This design comes from an exercise in tuning for small area, a short achievable clock period and few clock cycles per item on the open sky130 flow, not from production work.
The RTL was checked by simulation tests, not by an equivalence proof against the original design.
No activity file was given, so power comes from the tool's default toggle rates.

<file path="flow/design.v">
module voler_agu (
    input  wire        clk,
    input  wire        rst,
    input  wire        in_valid,
    output wire        in_ready,
    input  wire [31:0] in_instr,
    input  wire [23:0] in_d,
    input  wire [14:0] in_base,
    output reg         out_valid,
    output reg  [14:0] out_addr0,
    output reg  [14:0] out_addr1,
    output reg  [14:0] out_addr2,
    output wire [23:0] out_data
);
    reg [14:0] out_d;
    reg        out_sgn;
    assign out_data = {{9{out_sgn}}, out_d};
    localparam [7:0] OP_DSTART = 8'h03;
    localparam [7:0] OP_LDA    = 8'h12;
    localparam [7:0] OP_MVA    = 8'h13;
    localparam [7:0] OP_LD     = 8'h20;
    localparam [7:0] OP_ST     = 8'h21;
    localparam [7:0] OP_LD2    = 8'h22;
    localparam [7:0] OP_STA    = 8'h23;
    localparam [7:0] OP_MACM   = 8'h43;
    localparam [7:0] OP_TAPX   = 8'h44;
    assign in_ready = 1'b1;
    wire       fire = in_valid && !rst;
    wire [7:0] op   = in_instr[31:24];
    wire d_mem1 = (op == OP_LD) || (op == OP_ST) || (op == OP_STA) || (op == OP_MACM);
    wire d_ld2  = (op == OP_LD2);
    wire d_tapx = (op == OP_TAPX);
    wire d_lda  = (op == OP_LDA);
    wire d_mva  = (op == OP_MVA);
    wire d_dst  = (op == OP_DSTART);
    wire [2:0] am1_mode = in_instr[5:3];
    wire [2:0] am1_p    = in_instr[2:0];
    wire [2:0] am2_mode = in_instr[11:9];
    wire [2:0] am2_p    = in_instr[8:6];
    wire [2:0] t_pc     = in_instr[19:17];
    wire [2:0] t_pd     = in_instr[16:14];
    wire       t_dir    = in_instr[3];
    wire       t_move   = in_instr[20];
    wire [2:0] x_cls    = in_instr[23:21];
    wire [2:0] x_i      = in_instr[20:18];
    wire       x_flag   = in_instr[17];
    wire d_am = d_mem1 || d_ld2;
    wire d_x  = d_lda || d_mva;
    wire d_xw = d_lda || (d_mva && !x_flag);      
    wire d_xr = d_mva && x_flag;                  
    wire [2:0] d_ia = d_tapx ? t_pc : (d_x ? x_i : am1_p);
    wire [2:0] d_ib = d_tapx ? t_pd : am2_p;
    wire am1_upd = (am1_mode == 3'd1) || (am1_mode == 3'd2) || (am1_mode == 3'd3);
    wire am2_upd = (am2_mode == 3'd1) || (am2_mode == 3'd2) || (am2_mode == 3'd3);
    wire [15:0] d_v = d_lda ? (x_flag ? {1'b0, in_base + in_instr[14:0]} : in_instr[15:0])
                            : in_d[15:0];
    reg  [7:0]  e_sa, e_sb;        
    reg         e_a_upd, e_a_ea;
    reg         e_b_upd, e_b_ea;
    reg         e_c_neg, e_mv;
    reg         e_o0, e_o1, e_res;
    reg         e_wp, e_wn, e_wm, e_wb;
    reg         e_rp, e_rn, e_rm, e_rb;
    reg         e_dst;
    integer k;
    wire       f_tapx = in_instr[30] && in_instr[26];
    wire       f_x    = in_instr[28];
    wire [2:0] f_ia   = f_tapx ? t_pc : (f_x ? x_i : am1_p);
    wire [2:0] f_ib   = f_tapx ? t_pd : am2_p;
    reg  [7:0] d_sa, d_sb;
    always @(*) begin
        for (k = 0; k < 8; k = k + 1) begin
            d_sa[k] = (f_ia == k);
            d_sb[k] = (f_ib == k);
        end
    end
    always @(posedge clk) begin
        e_sa    <= d_sa & {8{fire && (d_am || d_tapx || d_x)}};
        e_sb    <= d_sb & {8{fire && (d_ld2 || d_tapx)}};
        e_a_upd <= fire && ((d_am && am1_upd) || d_tapx);
        e_a_ea  <= d_am && (am1_mode == 3'd4);
        e_b_upd <= fire && ((d_ld2 && am2_upd) || d_tapx);
        e_b_ea  <= d_ld2 && (am2_mode == 3'd4);
        e_c_neg <= t_dir;
        e_mv    <= d_tapx && t_move;
        e_o0    <= d_am || d_tapx;
        e_o1    <= d_ld2 || d_tapx;
        e_res   <= fire && (d_am || d_tapx || d_xr);
        e_wp    <= fire && d_xw && (x_cls == 3'd0);
        e_wn    <= fire && d_xw && (x_cls == 3'd1);
        e_wm    <= fire && d_xw && (x_cls == 3'd2);
        e_wb    <= fire && d_xw && (x_cls != 3'd0) && (x_cls != 3'd1) && (x_cls != 3'd2);
        e_rp    <= d_xr && (x_cls == 3'd0);
        e_rn    <= d_xr && (x_cls == 3'd1);
        e_rm    <= d_xr && (x_cls == 3'd2);
        e_rb    <= d_xr && (x_cls != 3'd0) && (x_cls != 3'd1) && (x_cls != 3'd2);
        e_dst   <= fire && d_dst;
    end
    reg [14:0] p_r  [0:7];
    reg [15:0] n_r  [0:7];
    reg [14:0] m_r  [0:7];    
    reg [14:0] lp_r [0:7];    
    reg [7:0]  pend;
    reg [14:0] b_r  [0:7];
    reg [14:0] r_ap, r_am, r_al, r_ab, r_bp, r_bm, r_bl, r_bb;
    reg [15:0] r_an, r_bn;
    reg        r_apd, r_bpd;
    always @(*) begin
        r_ap = 15'd0; r_am = 15'd0; r_al = 15'd0; r_ab = 15'd0; r_an = 16'd0; r_apd = 1'b0;
        r_bp = 15'd0; r_bm = 15'd0; r_bl = 15'd0; r_bb = 15'd0; r_bn = 16'd0; r_bpd = 1'b0;
        for (k = 0; k < 8; k = k + 1) begin
            r_ap  = r_ap  | ({15{d_sa[k]}} & p_r[k]);
            r_an  = r_an  | ({16{d_sa[k]}} & n_r[k]);
            r_am  = r_am  | ({15{d_sa[k]}} & m_r[k]);
            r_al  = r_al  | ({15{d_sa[k]}} & lp_r[k]);
            r_ab  = r_ab  | ({15{d_sa[k]}} & b_r[k]);
            r_apd = r_apd | (d_sa[k] & pend[k]);
            r_bp  = r_bp  | ({15{d_sb[k]}} & p_r[k]);
            r_bn  = r_bn  | ({16{d_sb[k]}} & n_r[k]);
            r_bm  = r_bm  | ({15{d_sb[k]}} & m_r[k]);
            r_bl  = r_bl  | ({15{d_sb[k]}} & lp_r[k]);
            r_bb  = r_bb  | ({15{d_sb[k]}} & b_r[k]);
            r_bpd = r_bpd | (d_sb[k] & pend[k]);
        end
    end
    reg [14:0] a_p, a_m, a_l, a_b, b_p, b_m, b_l, b_b;
    reg        a_pd, b_pd;
    function automatic [76:0] fwd;
        input [7:0]  sel;
        input [14:0] rp;
        input [15:0] rn;
        input [14:0] rb;
        input [14:0] rm;
        input [14:0] rl;
        input        rpd;
        input [7:0]  sa;         
        input [7:0]  sb;
        input        a_pw;       
        input [14:0] pa;
        input        b_pw;       
        input [14:0] pb;
        input        wn, wb, wm, mz, dst;
        input [15:0] v;
        input        a_tk;       
        input [14:0] la_a;
        input        b_tk;
        input [14:0] la_b;
        input        a_ev;       
        input        b_ev;
        reg          ma, mb;
        reg   [14:0] p, b, m, l;
        reg   [15:0] n;
        reg          pd;
        begin
            ma = |(sel & sa);
            mb = |(sel & sb);
            p  = (mb && b_pw) ? pb : ((ma && a_pw) ? pa : rp);
            n  = (ma && wn) ? v : rn;
            b  = (ma && wb) ? v[14:0] : rb;
            m  = (ma && a_tk) ? la_a : ((mb && b_tk) ? la_b : ((ma && wm && mz) ? v[14:0] : rm));
            l  = (ma && wm && !mz) ? v[14:0] : rl;
            pd = dst ? 1'b0 : ((ma && wm) ? !mz : (((ma && a_ev) || (mb && b_ev)) ? 1'b0 : rpd));
            fwd = {pd, l, m, b, n, p};
        end
    endfunction
    function automatic [30:0] step;
        input [14:0] p;
        input [15:0] s;
        input [14:0] la;
        input [14:0] lp;
        input        pd;
        input [14:0] b;
        reg   [17:0] xp, xs, xb, xl, s1, c1, s2, c2, dhi, dlo;
        reg   [14:0] l, t1, k1, t2, k2, q, rhi, rlo;
        reg          nz, chi, clo;
        begin
            xp  = {3'b000, p};
            xs  = {{2{s[15]}}, s};
            xb  = ~{3'b000, b};
            xl  = ~{3'b000, la};
            s1  = xp ^ xs ^ xb;
            c1  = {(xp[16:0] & xs[16:0]) | (xp[16:0] & xb[16:0]) | (xs[16:0] & xb[16:0]), 1'b1};
            s2  = s1 ^ c1 ^ xl;
            c2  = {(s1[16:0] & c1[16:0]) | (s1[16:0] & xl[16:0]) | (c1[16:0] & xl[16:0]), 1'b1};
            dhi = s2 + c2;                   
            dlo = s1 + c1;                   
            chi = !dhi[17];
            clo = dlo[17];
            l   = pd ? lp : la;
            t1  = p ^ s[14:0] ^ ~la;
            k1  = {(p[13:0] & s[13:0]) | (p[13:0] & ~la[13:0]) | (s[13:0] & ~la[13:0]), 1'b1};
            rhi = t1 + k1;
            t2  = p ^ s[14:0] ^ l;
            k2  = {(p[13:0] & s[13:0]) | (p[13:0] & l[13:0]) | (s[13:0] & l[13:0]), 1'b0};
            rlo = t2 + k2;
            q   = p + s[14:0];
            nz  = |la;
            if (nz && chi)      step = {q, 1'b1, rhi};
            else if (nz && clo) step = {q, 1'b1, rlo};
            else                step = {q, 1'b0, q};
        end
    endfunction
    reg  [15:0] a_s, b_s;
    wire        d_an  = (d_am && ((am1_mode == 3'd3) || (am1_mode == 3'd4))) || (d_xr && (x_cls == 3'd1));
    wire        d_aneg = d_am && (am1_mode == 3'd2);
    wire        d_bn  = d_ld2 && ((am2_mode == 3'd3) || (am2_mode == 3'd4));
    wire        d_bneg = d_ld2 ? (am2_mode == 3'd2) : !t_dir;
    wire [15:0] c_s = e_c_neg ? 16'hFFFF : 16'd1;
    wire [30:0] a_st = step(a_p, a_s, a_m, a_l, a_pd, a_b);
    wire [30:0] b_st = step(b_p, b_s, b_m, b_l, b_pd, b_b);
    wire [30:0] c_st = step(b_p, c_s, b_m, b_l, 1'b0, b_b);
    wire [14:0] a_ea = e_a_ea ? a_st[30:16] : a_p;
    wire [14:0] b_ea = e_b_ea ? b_st[30:16] : b_p;
    wire a_mz = (a_m == 15'd0);
    wire [15:0] e_v = a_s;                        
    wire        f_apw = e_a_upd || e_wp;
    wire [14:0] f_pa  = e_a_upd ? a_st[14:0] : e_v[14:0];
    wire        f_aev = (e_a_upd && a_st[15]) || e_wp;
    wire        f_bev = e_b_upd && b_st[15];
    wire [76:0] fa = fwd(d_sa, r_ap, r_an, r_ab, r_am, r_al, r_apd, e_sa, e_sb,
                         f_apw, f_pa, e_b_upd, b_st[14:0], e_wn, e_wb, e_wm, a_mz, e_dst, e_v,
                         a_pd && f_aev, a_l, b_pd && f_bev, b_l, f_aev, f_bev);
    wire [76:0] fb = fwd(d_sb, r_bp, r_bn, r_bb, r_bm, r_bl, r_bpd, e_sa, e_sb,
                         f_apw, f_pa, e_b_upd, b_st[14:0], e_wn, e_wb, e_wm, a_mz, e_dst, e_v,
                         a_pd && f_aev, a_l, b_pd && f_bev, b_l, f_aev, f_bev);
    always @(posedge clk) begin
        {a_pd, a_l, a_m, a_b} <= fa[76:31];
        a_p <= fa[14:0];
        a_s <= d_xw ? d_v : (d_an ? fa[30:15] : (d_aneg ? 16'hFFFF : 16'd1));
        {b_pd, b_l, b_m, b_b} <= fb[76:31];
        b_p <= fb[14:0];
        b_s <= d_bn ? fb[30:15] : (d_bneg ? 16'hFFFF : 16'd1);
    end
    always @(posedge clk) begin
        for (k = 0; k < 8; k = k + 1) begin
            if (rst) begin
                p_r[k]  <= 15'd0;
                n_r[k]  <= 16'd0;
                m_r[k]  <= 15'd0;
                b_r[k]  <= 15'd0;
                pend[k] <= 1'b0;
            end else begin
                if (e_sb[k] && e_b_upd)
                    p_r[k] <= b_st[14:0];
                else if (e_sa[k] && e_a_upd)
                    p_r[k] <= a_st[14:0];
                else if (e_sa[k] && e_wp)
                    p_r[k] <= e_v[14:0];
                if (e_sa[k] && e_wn)
                    n_r[k] <= e_v;
                if (e_sa[k] && e_wb)
                    b_r[k] <= e_v[14:0];
                if (pend[k] && ((e_sa[k] && ((e_a_upd && a_st[15]) || e_wp)) ||
                                (e_sb[k] && e_b_upd && b_st[15])))
                    m_r[k] <= lp_r[k];
                else if (e_sa[k] && e_wm && a_mz)
                    m_r[k] <= e_v[14:0];
                if (e_dst)
                    pend[k] <= 1'b0;
                else if (e_sa[k] && e_wm)
                    pend[k] <= !a_mz;
                else if ((e_sa[k] && ((e_a_upd && a_st[15]) || e_wp)) ||
                         (e_sb[k] && e_b_upd && b_st[15]))
                    pend[k] <= 1'b0;
            end
        end
    end
    always @(posedge clk) begin
        for (k = 0; k < 8; k = k + 1)
            if (!rst && e_sa[k] && e_wm && !a_mz)
                lp_r[k] <= e_v[14:0];
    end
    always @(posedge clk) begin
        out_valid <= !rst && e_res;
        out_addr0 <= e_o0 ? a_ea : 15'd0;
        out_addr1 <= e_o1 ? b_ea : 15'd0;
        out_addr2 <= e_mv ? c_st[14:0] : 15'd0;
        out_d     <= ({15{e_rp}} & a_p) | ({15{e_rn}} & a_s[14:0]) |
                     ({15{e_rm}} & a_m) | ({15{e_rb}} & a_b);
        out_sgn   <= e_rn && a_s[15];
    end
endmodule
</file>
<file path="flow/flow/run.sh">
#!/bin/bash
bash standard.sh SETUP_SLACK_MARGIN=${MARGIN:-5.5} finish > standard.log 2>&1
</file>
<file path="flow/standard.sh">
#!/bin/bash
# synth_recipe.tcl (not shown) runs the flow's synth.tcl, then flattens the netlist and writes it again
# the make line also repeats each setting of config.mk as NAME=value (left out here)
make -C /OpenROAD-flow-scripts/flow DESIGN_CONFIG=/design/flow/config.mk WORK_HOME=/design/flow/orfs CLKGATE_MAP_FILE= SYNTH_SCRIPT=/design/flow/synth_recipe.tcl "${@:-finish}"
</file>
<file path="flow/config.mk">
export PLATFORM = sky130hd
export DESIGN_NAME = voler_agu
export DESIGN_NICKNAME = voler_agu
export VERILOG_FILES = /design/flow/design.v
export SDC_FILE = /design/flow/constraint.sdc
export NUM_CORES = 4
export LEC_CHECK = 0
export CAP_MARGIN = 40
export CORE_MARGIN = 2
export CORE_UTILIZATION = 45
export SETUP_SLACK_MARGIN = 5
export SLEW_MARGIN = 40
</file>
<file path="flow/constraint.sdc">
create_clock -name core_clock -period 10.0 [get_ports {clk}]
set_input_delay 2.0000 -clock core_clock [delete_from_list [all_inputs] [get_ports {clk}]]
set_output_delay 2.0000 -clock core_clock [all_outputs]
set_load 0.01 [all_outputs]
</file>
==> results of run 1 <==
[cell usage in the layout, fill, tap and decap left out, drive strengths merged, types with 81 or more instances in the layout]
| master | synthesis | final |
|---|---|---|
| a211oi | 205 | 205 |
| a21oi | 671 | 671 |
| a221oi | 125 | 125 |
| a22o | 103 | 103 |
| a22oi | 239 | 239 |
| buf | 117 | 365 |
| clkbuf | 394 | 155 |
| clkdlybuf4s50 | 0 | 127 |
| dfxtp | 730 | 730 |
| edfxtp | 136 | 136 |
| fa | 178 | 178 |
| ha | 235 | 235 |
| inv | 366 | 356 |
| mux2i | 226 | 226 |
| nand2 | 1026 | 1028 |
| nor2 | 428 | 428 |
| nor3 | 81 | 81 |
| o21ai | 339 | 339 |
| o22ai | 94 | 94 |
[state kept, by name, summed over array words and instances (netlist names), 8 cells and up]
name       flops
n_r          128
b_r          120
lp_r         120
m_r          120
p_r          120
a_s           16
b_s           16
a_b           15
a_l           15
a_m           15
a_p           15
b_b           15
b_l           15
b_m           15
b_p           15
out_addr0     15
out_addr1     15
out_addr2     15
out_d         15
e_sa           8
e_sb           8
pend           8
[final timing paths]
path / slack [ns] / from / depth (start not counted) / endpoint
max reg2reg: 5.38 / a_pd / 17 / b_p[13]
min reg2reg: 0.45 / e_res / 1 / out_valid
min: 0.45 / e_res / 1 / out_valid
max: 5.38 / a_pd / 17 / b_p[13]
[timing repair]
| action | in CTS | in global routing |
|---|---|---|
| resized for setup | 210 | 238 |
| setup buffers | 84 | 91 |
| endpoints found under the setup margin | 434 | 387 |
| endpoints found under the hold margin | 0 | 0 |
| cloned | 15 | 22 |
| pin swaps | 32 | 44 |
[power by group through the flow]
stage	logic, mW	clock network, mW	registers, mW
detailed placement	1.65	0	3.67
floorplan	0.932	0	3.64
global route	2.13	4.01	3.59
global placement	1.61	0	3.67
CTS	1.84	3.88	3.59
finish	2.10	3.90	3.60
[stage by stage]
stage / setup slack (ns) / instance area (um2)
after floorplan: 5.07 / 55400
after detailed placement: 3.03 / 59000
after CTS: 5.50 / 64400
after global routing: 5.32 / 66700
after global placement: 2.73 / 58400
final: 5.38 / 66700
[logic make-up after synthesis]
logic type / count (synthesis) / synth area share
DFF: 866 / 0.338
other: 1 / 0.0000677
AOI/OAI and AO/OA: 2223 / 0.264
muxes: 269 / 0.0523
adders and majority gates: 413 / 0.118
buffers and inverters: 880 / 0.0622
and+or+nand+nor: 1905 / 0.149
xor gates and xnor gates: 108 / 0.0171
[cell type report]
cell class	instances	share of cell area
Inverter	369	0.0221
Antenna cell	20	0.000750
Timing Repair Buffer	527	0.0902
Multi-Input combinational cell	4928	0.524
Clock inverter	50	0.00807
Tap cell	1625	0.0305
Clock buffer	136	0.0435
Sequential cell	866	0.281
[worst max-delay path: cells and delay by family (launching register included)]
family	cells	cell delay, ns
buffers and inverters	4	0.55
flip-flops	1	0.36
adder cells (fa/ha/maj)	3	1.21
AO/OA/AOI/OAI	8	1.55
AND/OR/NAND/NOR	1	0.29
XOR/XNOR	1	0.46
[routing by layer]
| layer | track usage | part of all wire | up-vias |
|---|---|---|---|
| met2 | 0.611 | 0.40 | 5030 |
| met3 | 0.182 | 0.16 | 1574 |
| met4 | 0.318 | 0.098 | 22 |
| li1 | - | - | 24400 |
| met5 | 0.0102 | 0.00060 | - |
| met1 | 0.520 | 0.35 | 27900 |
==> results.tsv, run 1 <==
stage	metric	value	unit
run_status	status	finished clean	
global_route	pin count of the biggest net entering global routing	100	
worst_setup_path	type of the worst setup path	flop to flop	
logic_synthesis	top cell type by total area after synthesis	dfxtp_1	
logic_synthesis	post-synthesis area per instance	8.30	um2
routing	Remaining DRCs	0	
power	relative contribution of sequential cells to total power	0.375	
worst_setup_path	required time of the critical path	10.59	ns
logic_synthesis	post-synthesis instance total	6665	
power	PwrDens	144	nW/um2
sta	post-route clock period utilization	0.462	
clocking	clock input transition at the sequential cells of the worst setup and hold paths	0.06	ns
clocking	Inserted Clock Buffers	100	
sta	worst rel slew slack	0.387	
clocking	CTS max path bufs	3	
floorplanning	full die area	126000	um2
worst_setup_path	dominant cell type by count on the critical path	buf_4	
placed_design	buffers added on ports	135	
sta	final count of negative-setup-slack endpoints	0	
global_route	via count of the first global-routing pass	53600	
worst_setup_path	kind of end point of the critical path	flop	
worst_setup_path	maximum cell stage delay along the critical path	0.58	ns
routing	via count	59000	
sta	count of final hold-check violations	0	
global_route	total gr overflow	0	
finish	footprint of the flip-flops and latches	18800	um2
sta	Max Fclk	0.217	GHz
sta	WHS	0.450	ns
sta	slew at the pin closest to its max-slew limit	0.917	ns
floorplanning	CORE AREA	122000	um2
routing	Wirelength per Cell	34.0	um
worst_setup_path	CP Launch Type	flop	
clocking	later-pin clock latency in the skew report	0.77	ns
logic_synthesis	Post-synth ARST share	0	
floorplanning	starting density of the core	0.454	
logic_synthesis	number of register bits inferred by synthesis	866	
worst_setup_path	CP max-delay cell	fa_2	
power	Worst VDD drop	143	uV
finish	number of standard cells in the final layout excluding fillers	8521	
power	internal power	6.43	mW
placed_design	number of cells in the design after placement	8100	
logic_synthesis	post-synthesis cell area	55400	um2
power	clock share of power	0.406	
floorplanning	floorplan die width	355	um
worst_setup_path	series of cell instances along the critical path	buf_12 -> buf_4 -> buf_4 -> o21ai_4 -> fa_2 -> ha_2 -> inv_1 -> fa_1 -> nor2b_1 -> o31ai_4 -> a211oi_2 -> o41ai_2 -> xor2_1 -> o2111ai_4 -> a31oi_2 -> a221o_1 -> o21ai_0	
sta	Tmin final	4.62	ns
logic_synthesis	count of synthesis-stage warnings from yosys	6	
floorplanning	standard-cell rows	128	
sta	Clock Skews	0.0624	ns
routing	number of iterations in the first detailed-routing pass	10	
power	Lkg Pwr	24.9	nW
finish	Layout Area Growth over Synthesis	20.5	%
routing	routed vias/inst	6.92	
clocking	clock tree sinks	866	
logic_synthesis	number of enable flip-flop cells after synthesis	136	
power	switch share	0.330	
floorplanning	Die Ht	355	um
global_route	global-route wire length before repair	392000	um
logic_synthesis	distinct cell type count after synthesis	95	
worst_setup_path	maximum fanout encountered on the critical timing path	7	
logic_synthesis	Top FF cell, synth	dfxtp_1	
logic_synthesis	post-synth top area share	0.264	
clocking	CTS root buffer	clkbuf_16	
finish	fraction of layout instances using a drive strength above 1	0.139	
floorplanning	I/O pin cnt	145	
routing	initial detailed-routing violation count	9748	
logic_synthesis	most repeated cell in the gate-level netlist after synthesis	nand2_1	
logic_synthesis	top cells by count, synth	nand2_1 (1,025), dfxtp_1 (730), a21oi_1 (669)	
power	Final Power	9.60	mW
sta	summed negative setup slack over all endpoints	0	ns
global_route	Tot GR Track Use	0.432	
power	combinational share of power	0.219	
finish	multi-input logic area	34900	um2
finish	Layout Nets	7279	
logic_synthesis	net count of the mapped netlist	7152	
worst_setup_path	Arr. time, crit path	5.20	ns
hold_path	class of the tightest hold or removal check	flop to flop	
placed_design	final RePlAce weighted congestion	1.09	
finish	core utilization of the finished layout	0.547	
logic_synthesis	share of the yosys chip area belonging to registers	0.338	
routing	count of antenna-violating nets left after detailed routing	0	
sta	number of pins with negative max-slew slack in the final report	0	
clocking	H-tree levels	3	
sta	RSZ-0062 raised after global routing	yes	
global_route	initial antenna violation count	23	
power	net switching power	3.17	mW
flow_run	Max Cap Viol	0	
clocking	CTS tree	built	
finish	fill cell count	11100	
clocking	# hold bufs at CTS	0	
routing	Total Wirelength	289000	um
placed_design	detailed placer's ending HPWL	181000	um
logic_synthesis	largest cells by area after synthesis	dfxtp_1 (26%), edfxtp_1 (7.4%), nand2_1 (7.0%)	
Testbench counts, summed over its fixed seeds: cycles 160,016, items 160,000.
==> inputs of run 2 (changes only) <==
--- a/flow/design.v
+++ b/flow/design.v
@@ -62,6 +62,7 @@
     reg         e_wp, e_wn, e_wm, e_wb;
     reg         e_rp, e_rn, e_rm, e_rb;
     reg         e_dst;
+    reg  [15:0] e_v;
     integer k;
     wire       f_tapx = in_instr[30] && in_instr[26];
     wire       f_x    = in_instr[28];
@@ -95,6 +96,7 @@
         e_rm    <= d_xr && (x_cls == 3'd2);
         e_rb    <= d_xr && (x_cls != 3'd0) && (x_cls != 3'd1) && (x_cls != 3'd2);
         e_dst   <= fire && d_dst;
+        e_v     <= d_v;
     end
     reg [14:0] p_r  [0:7];
     reg [15:0] n_r  [0:7];
@@ -212,7 +214,6 @@
     wire [14:0] a_ea = e_a_ea ? a_st[30:16] : a_p;
     wire [14:0] b_ea = e_b_ea ? b_st[30:16] : b_p;
     wire a_mz = (a_m == 15'd0);
-    wire [15:0] e_v = a_s;                        
     wire        f_apw = e_a_upd || e_wp;
     wire [14:0] f_pa  = e_a_upd ? a_st[14:0] : e_v[14:0];
     wire        f_aev = (e_a_upd && a_st[15]) || e_wp;
@@ -226,7 +227,7 @@
     always @(posedge clk) begin
         {a_pd, a_l, a_m, a_b} <= fa[76:31];
         a_p <= fa[14:0];
-        a_s <= d_xw ? d_v : (d_an ? fa[30:15] : (d_aneg ? 16'hFFFF : 16'd1));
+        a_s <= d_an ? fa[30:15] : (d_aneg ? 16'hFFFF : 16'd1);
         {b_pd, b_l, b_m, b_b} <= fb[76:31];
         b_p <= fb[14:0];
         b_s <= d_bn ? fb[30:15] : (d_bneg ? 16'hFFFF : 16'd1);
==> flow/flow/run.sh (replaced) <==
#!/bin/bash
bash standard.sh SETUP_SLACK_MARGIN=${MARGIN:-6} finish > standard.log 2>&1
==> results.tsv, run 2 <==
stage	metric	value	unit
routing	via count	59500	
power	Lkg Pwr	26.5	nW
run_status	status	finished clean	
global_route	Tot GR Track Use	0.429	
worst_setup_path	kind of end point of the critical path	flop	
worst_setup_path	required time of the critical path	10.68	ns
floorplanning	CORE AREA	124000	um2
floorplanning	I/O pin cnt	145	
hold_path	start point of the worst hold path	e_res	
floorplanning	floorplan die width	357	um
routing	initial detailed-routing violation count	9288	
clocking	clock tree sinks	882	
power	PwrDens	142	nW/um2
sta	worst rel slew slack	0.285	
global_route	total gr overflow	0	
logic_synthesis	post-synthesis cell area	56100	um2
logic_synthesis	distinct cell type count after synthesis	98	
sta	count of final hold-check violations	0	
power	Worst VDD drop	130	uV
power	internal power	6.77	mW
finish	multi-input logic area	37100	um2
floorplanning	Die Ht	357	um
global_route	pin count of the biggest net entering global routing	119	
worst_setup_path	CP Launch Type	flop	
worst_setup_path	Critical Path Start	a_s[5]	
placed_design	number of cells in the design after placement	8082	
logic_synthesis	most repeated cell in the gate-level netlist after synthesis	nand2_1	
logic_synthesis	top cells by count, synth	nand2_1 (1,042), dfxtp_1 (762), a21oi_1 (566)	
power	switch share	0.323	
logic_synthesis	post-synth top area share	0.272	
global_route	initial antenna violation count	20	
power	Final Power	10.0	mW
routing	count of antenna-violating nets left after detailed routing	0	
floorplanning	starting density of the core	0.454	
logic_synthesis	post-synthesis instance total	6671	
global_route	via count of the first global-routing pass	55100	
placed_design	buffers added on ports	135	
worst_setup_path	start of the worst register-to-register path	a_s[5]	
worst_setup_path	type of the worst setup path	flop to flop	
worst_setup_path	maximum fanout encountered on the critical timing path	6	
clocking	CTS tree	built	
finish	top register by number of flip-flops	n_r	
worst_setup_path	Largest delay share family, worst path	compound AO/OA/AOI/OAI gates	
floorplanning	standard-cell rows	129	
routing	routed vias/inst	6.87	
floorplanning	full die area	128000	um2
logic_synthesis	Post-synth ARST share	0	
worst_setup_path	Arr. time, crit path	5.09	ns
sta	number of pins with negative max-slew slack in the final report	0	
logic_synthesis	number of enable flip-flop cells after synthesis	120	
logic_synthesis	net count of the mapped netlist	7158	
sta	summed negative setup slack over all endpoints	0	ns
clocking	CTS max path bufs	3	
sta	slew at the pin closest to its max-slew limit	1.07	ns
worst_setup_path	series of cell instances along the critical path	inv_4 -> fa_1 -> inv_2 -> fa_1 -> ha_1 -> nand2_2 -> nor3_4 -> o31ai_4 -> a211o_4 -> buf_4 -> a211oi_1 -> a31oi_4 -> buf_4 -> o21ai_0 -> a221oi_1 -> nor2_1	
hold_path	class of the tightest hold or removal check	flop to flop	
finish	number of standard cells in the final layout excluding fillers	8656	
finish	commonest non-fill, non-tap cells in the layout	nand2_1 (1,000), dfxtp_1 (668), a21oi_1 (520), nor2_1 (386), inv_1 (326)	
sta	post-route clock period utilization	0.441	
logic_synthesis	share of the yosys chip area belonging to registers	0.336	
global_route	global-route wire length before repair	395000	um
sta	Clock Skews	0.0483	ns
logic_synthesis	number of register bits inferred by synthesis	882	
clocking	Inserted Clock Buffers	98	
power	net switching power	3.23	mW
sta	Tmin final	4.41	ns
logic_synthesis	post-synthesis area per instance	8.41	um2
clocking	CTS root buffer	clkbuf_16	
sta	final count of negative-setup-slack endpoints	0	
clocking	later-pin clock latency in the skew report	0.79	ns
clocking	clock input transition at the sequential cells of the worst setup and hold paths	0.06	ns
finish	Layout Nets	7413	
worst_setup_path	crit path buf inv count	4	
routing	Remaining DRCs	0	
finish	Layout Area Growth over Synthesis	25.3	%
worst_setup_path	CP max-delay cell	a211oi_1	
power	relative contribution of sequential cells to total power	0.372	
flow_run	Max Cap Viol	0	
logic_synthesis	top cell type by total area after synthesis	dfxtp_1	
finish	fraction of layout instances using a drive strength above 1	0.201	
placed_design	final RePlAce weighted congestion	1.04	
sta	RSZ-0062 raised after global routing	yes	
logic_synthesis	Top FF cell, synth	dfxtp_1	
logic_synthesis	count of synthesis-stage warnings from yosys	6	
placed_design	detailed placer's ending HPWL	174000	um
finish	fill cell count	10900	
worst_setup_path	maximum cell stage delay along the critical path	0.62	ns
routing	Wirelength per Cell	33.4	um
logic_synthesis	largest cells by area after synthesis	dfxtp_1 (27%), nand2_1 (7.0%), edfxtp_1 (6.4%)	
power	clock share of power	0.402	
sta	Max Fclk	0.227	GHz
power	combinational share of power	0.226	
finish	footprint of the flip-flops and latches	19100	um2
routing	Total Wirelength	289000	um
finish	number of flip-flops under the largest register name	128	
finish	most frequent standard cell in the layout excluding fill and tap cells	nand2_1	
routing	number of iterations in the first detailed-routing pass	10	
clocking	H-tree levels	3	
[run 2: cell count changes in the layout (fill, tap and decap cells not counted), sizes merged, moves of 46 or more]
cell	previous run	this run
a211oi	205	107
mux2	30	146
a221oi	125	180
a31oi	76	130
buf	365	474
o22ai	94	48
a21oi	671	569
[run 2: per-layer routing]
layer  GRT usage  up-vias  wire [um]
met5           0        -        103
met4       0.353       16      29300
met3       0.176     1623      43900
met2       0.613     4922     117000
met1       0.504    28400      99400
li1            -    24600          -
[run 2: repair_timing]
| action | 4_1_cts | 5_1_grt |
|---|---|---|
| buffers inserted | 202 | 126 |
| endpoints found under the setup margin | 420 | 412 |
| pin swaps | 109 | 194 |
| resized for setup | 482 | 392 |
| hold buffers | 0 | 0 |
| cloned | 32 | 19 |
[run 2: final cells by class]
class                      instances  area share
antenna                           11    0.000391
inverter                         362      0.0205
multi-input combinational       4945       0.527
sequential                       882       0.272
tap                             1637      0.0291
timing repair buffer             637       0.102
clock inverter                    59      0.0109
clock buffer                     123      0.0387
[run 2: cells by family after synthesis]
kind of cell    after synthesis  synth area share
compound gates             2038             0.243
simple gates               2009             0.156
flops                       882             0.336
buf+inv                     862            0.0610
fa+ha+maj                   413             0.116
mux                         359            0.0712
xor+xnor                    107            0.0167
other cells                   1         0.0000668
[run 2: final timing paths]
path	to	cells after the start	slack (ns)
min reg2reg	out_valid	1	0.46
min	out_valid	1	0.46
max reg2reg	p_r[3][2]	16	5.59
max	p_r[3][2]	16	5.59
[run 2: per-stage QoR]
step	hold WS (ns)	setup slack (ns)	utilization	cell area [um2]
after CTS	0.458	5.80	0.545	67400
final	0.457	5.59	0.569	70300
after global placement	0.421	3.31	0.477	59000
after floorplan	0.403	5.24	-	56700
after global routing	0.484	5.56	0.569	70300
after detailed placement	0.442	3.27	0.481	59500
[run 2: power groups by stage]
stage                     logic, mW  registers [mW]  clock network, mW
after floorplan               0.861            3.73                  0
after global placement         1.38            3.80                  0
after detailed placement       1.41            3.80                  0
after CTS                      1.84            3.71               4.00
after global routing           2.28            3.71               4.15
final                          2.26            3.72               4.02
Testbench counts of run 2, summed over its fixed seeds: cycles 160,016, items 160,000.

static timing again, ports no longer ideal:
Ports are ideal in the flow. The routed layouts listed here were re-timed in OpenROAD.
Step 1: set_driving_cell puts a clkbuf_16 on clk and a buf_2 on each other input, an assumption about the parent block.
Step 2 adds t to the input delays and takes it off the output delays; t is the mean of the earliest and latest rising clock arrival at the registers after step 1. Input paths then give back, and output paths get back, about the clock's delay inside the block.
Slacks: no drivers / after step 1 / after step 2; pairs: no drivers / after step 1.
| run | shift t [ns] | slack for setup (ns) | worst register clock-pin slew, ns |
|---|---|---|---|
| run 1 | 0.818 | 5.385 / 5.385 / 4.628 | 0.07 / 0.07 |
| run 2 | 0.836 | 5.593 / 5.593 / 5.007 | 0.08 / 0.08 |
After both steps every run listed still meets setup and hold. For run 1, which loses most, drivers alone change the setup slack by 0.000 ns; drivers and shift together by -0.757 ns.
